From an optimization exercise on the open Yosys and OpenROAD flow, aimed at small area and a short achievable clock period; shortcuts taken in it are not production practice. Function was checked by simulation only, so behaviour that the tests miss may differ from the original. Power and IR drop assume default switching activity.

rev 12:
// bv_cp2
module bv_cp2 (
    input  wire        clk,
    input  wire        rst,         
    input  wire        issue,       
    input  wire [5:0]  op,          
    input  wire [23:0] ga,
    input  wire [23:0] gb,
    output reg         r1_valid,    
    output wire [23:0] r1_data,     
    output reg         r2_valid,    
    output reg  [23:0] r2_data,     
    output reg         r1_ill       
);
==> flow/config.mk <==
export PLATFORM = sky130hd
export DESIGN_NAME = bv_cp2
export DESIGN_NICKNAME = bv_cp2
export VERILOG_FILES = /design/flow/design.v
export SDC_FILE = /design/flow/constraint.sdc
export NUM_CORES = 4
export LEC_CHECK = 0
export CAP_MARGIN = 20
export CORE_MARGIN = 2
export CORE_UTILIZATION = 50
export PLACE_DENSITY = 0.75
export SLEW_MARGIN = 20
==> flow/constraint.sdc <==
create_clock -name core_clock -period 15.0 [get_ports {clk}]
set_input_delay 3.0000 -clock core_clock [delete_from_list [all_inputs] [get_ports {clk}]]
set_output_delay 3.0000 -clock core_clock [all_outputs]
set_load 0.01 [all_outputs]
standard.sh (not shown) runs the stock make flow with config.mk's settings and CLKGATE_MAP_FILE= SYNTH_SCRIPT=/design/flow/synth_recipe.tcl, a recipe that flattens the netlist after the stock synthesis.
==> flow/flow/run.sh <==
#!/bin/bash
# The standard layout (the standard.sh, its synthesis unchanged), with
# timing repair asked to leave a setup slack of at least SETUP_SLACK_MARGIN
# ns at the design's clock period: the design's paths are far shorter than
# the period, so without the margin the repair steps do nothing.
# make's full output goes to flow.log; each step's log is under orfs/logs.
set -euo pipefail
bash standard.sh SETUP_SLACK_MARGIN=8 finish > flow.log 2>&1
[inputs] rev 13 vs rev 12
diff --git a/flow/design.v b/flow/design.v
--- a/flow/design.v
+++ b/flow/design.v
@@ -34,52 +34,32 @@
     wire go = issue & ~rst;
     wire dec_d1   = (op <= 6'h02) || (op == 6'h05);
     wire dec_mul  = (op == 6'h03) || (op == 6'h04);
     wire dec_pwr  = (op == 6'h06);
     wire dec_mac  = (op == 6'h07) || (op == 6'h08);
     wire dec_rd   = (op >= 6'h0A) && (op <= 6'h0F);
     wire dec_conj = (op == 6'h04) || (op == 6'h08) || (op == 6'h06);
     wire [11:0] gai = ga[23:12];
     wire [11:0] gaq = ga[11:0];
     wire [11:0] gbi = gb[23:12];
     wire [11:0] gbq = gb[11:0];
-    wire is_add  = (op[2:0] == 3'd0);
-    wire is_sub  = (op[2:0] == 3'd1);
-    wire is_conj = (op[2:0] == 3'd2);
-    wire [1:0] k = gb[1:0];
-    wire rot0 = (k == 2'd0);
-    wire rot1 = (k == 2'd1);
-    wire rot2 = (k == 2'd2);
-    wire rot3 = (k == 2'd3);
-    wire ab   = is_add | is_sub;
-    reg [11:0] xi, yi, xq, yq;
-    reg        si, sq;
-    always @* begin
-        if (op[2]) begin                  
-            xi = rot0 ? gai : rot3 ? gaq : 12'd0;
-            yi = rot1 ? gaq : rot2 ? gai : 12'd0;
-            si = rot1 | rot2;
-            xq = rot0 ? gaq : rot1 ? gai : 12'd0;
-            yq = rot2 ? gaq : rot3 ? gai : 12'd0;
-            sq = rot2 | rot3;
-        end else begin                    
-            xi = gai;
-            yi = ab ? gbi : 12'd0;
-            si = is_sub;
-            xq = is_conj ? 12'd0 : gaq;
-            yq = is_conj ? gaq : gbq;
-            sq = is_sub | is_conj;
-        end
-    end
-    wire [12:0] r1i = {xi[11], xi} + ({yi[11], yi} ^ {13{si}}) + {12'd0, si};
-    wire [12:0] r1q = {xq[11], xq} + ({yq[11], yq} ^ {13{sq}}) + {12'd0, sq};
+    wire k0 = gb[0];
+    wire k1 = gb[1];
+    wire [11:0] pi = op[2] ? 12'd0 : gai;
+    wire [11:0] qi = op[2] ? (k0 ? gaq : gai) : (op[1] ? 12'd0 : gbi);
+    wire        si = op[2] ? (k0 ^ k1) : op[0];
+    wire [11:0] pq = (op[2] | op[1]) ? 12'd0 : gaq;
+    wire [11:0] qq = op[2] ? (k0 ? gai : gaq) : (op[1] ? gaq : gbq);
+    wire        sq = op[2] ? k1 : (op[1] | op[0]);
+    wire [12:0] r1i = {pi[11], pi} + ({qi[11], qi} ^ {13{si}}) + {12'd0, si};
+    wire [12:0] r1q = {pq[11], pq} + ({qq[11], qq} ^ {13{sq}}) + {12'd0, sq};
     wire [23:0] gy = dec_pwr ? ga : gb;
     wire [12:0] gyi = {gy[23:12], 1'b0};
     wire [12:0] gyq = {gy[11:0], 1'b0};
     reg  [5:0]  d_one_i, d_two_i, d_neg_i, d_one_q, d_two_q, d_neg_q;
     integer n;
     wire dec_x = dec_mul | dec_pwr | dec_mac;
     always @* begin
         for (n = 0; n < 6; n = n + 1) begin
             d_one_i[n] = gyi[2*n+1] ^ gyi[2*n];
             d_two_i[n] = (gyi[2*n+2] & ~gyi[2*n+1] & ~gyi[2*n]) |
                          (~gyi[2*n+2] & gyi[2*n+1] & gyi[2*n]);
Notes after the runs:
The routed length on met3 in rev 13 was lower than what rev 12 gave.
Higher non-clock buffer count goes to rev 12 over rev 13.
Number of enable flip-flop cells after synthesis: rev 13 vs rev 12 identical
Rev 13 vs rev 12: per-cell routed wire length down in rev 13
The lower worst slack on hold paths of rev 13 and rev 12 is in rev 13.
Max freq rev 12 -> rev 13: improved
Compared with rev 12, filler cell count in rev 13 increased slightly.
Compared to rev 12, the routing of rev 13 uses less wire.
For rev 13, the slowest cell on the critical path was inv_2, unlike rev 12, where it was clkdlybuf4s50_1.
In the metrics for rev 13 and rev 12, the one carrying the lower via count is rev 13.
In the metrics for rev 13 and rev 12, the one carrying the lower fraction of power consumed by the clock network is rev 13.
Comparing well tap count for rev 13 and rev 12, the bigger number came from rev 13.
Parity-gate share of the synthesized area counting xor and xnor cells of rev 12 is on par with rev 13.
Of rev 13 and rev 12, the run reporting the higher relative area change from synthesis to final layout was rev 12.

port drivers added, routing unchanged:
The flow's constraints put no driver on any port. The routed layouts listed below were extracted and timed again, unchanged, in two steps.
Step 1 assumes that a clkbuf_16 drives the clock port and a buf_2 every other input.
Step 2 also shifts input and output timing later by t, the mid clock arrival at the registers, as if the neighbouring blocks saw the same clock.
a / b / c = ideal / step 1 / step 2; a / b = the first two.
run | t, ns | slack for setup (ns) | hold slack, ns | worst setup path at the end | worst data-port slew with drivers (ns)
rev 12 | 0.542 | 8.237 / 8.258 / 7.729 | 0.478 / 0.478 / 0.478 | input to register | 0.06
rev 13 | 0.530 | 8.268 / 8.268 / 7.859 | 0.449 / 0.449 / 0.449 | input to register | 0.06
After both steps setup and hold are still met in every run listed. For rev 12, which loses most, drivers alone change the setup slack by +0.021 ns; drivers and shift together by -0.508 ns.
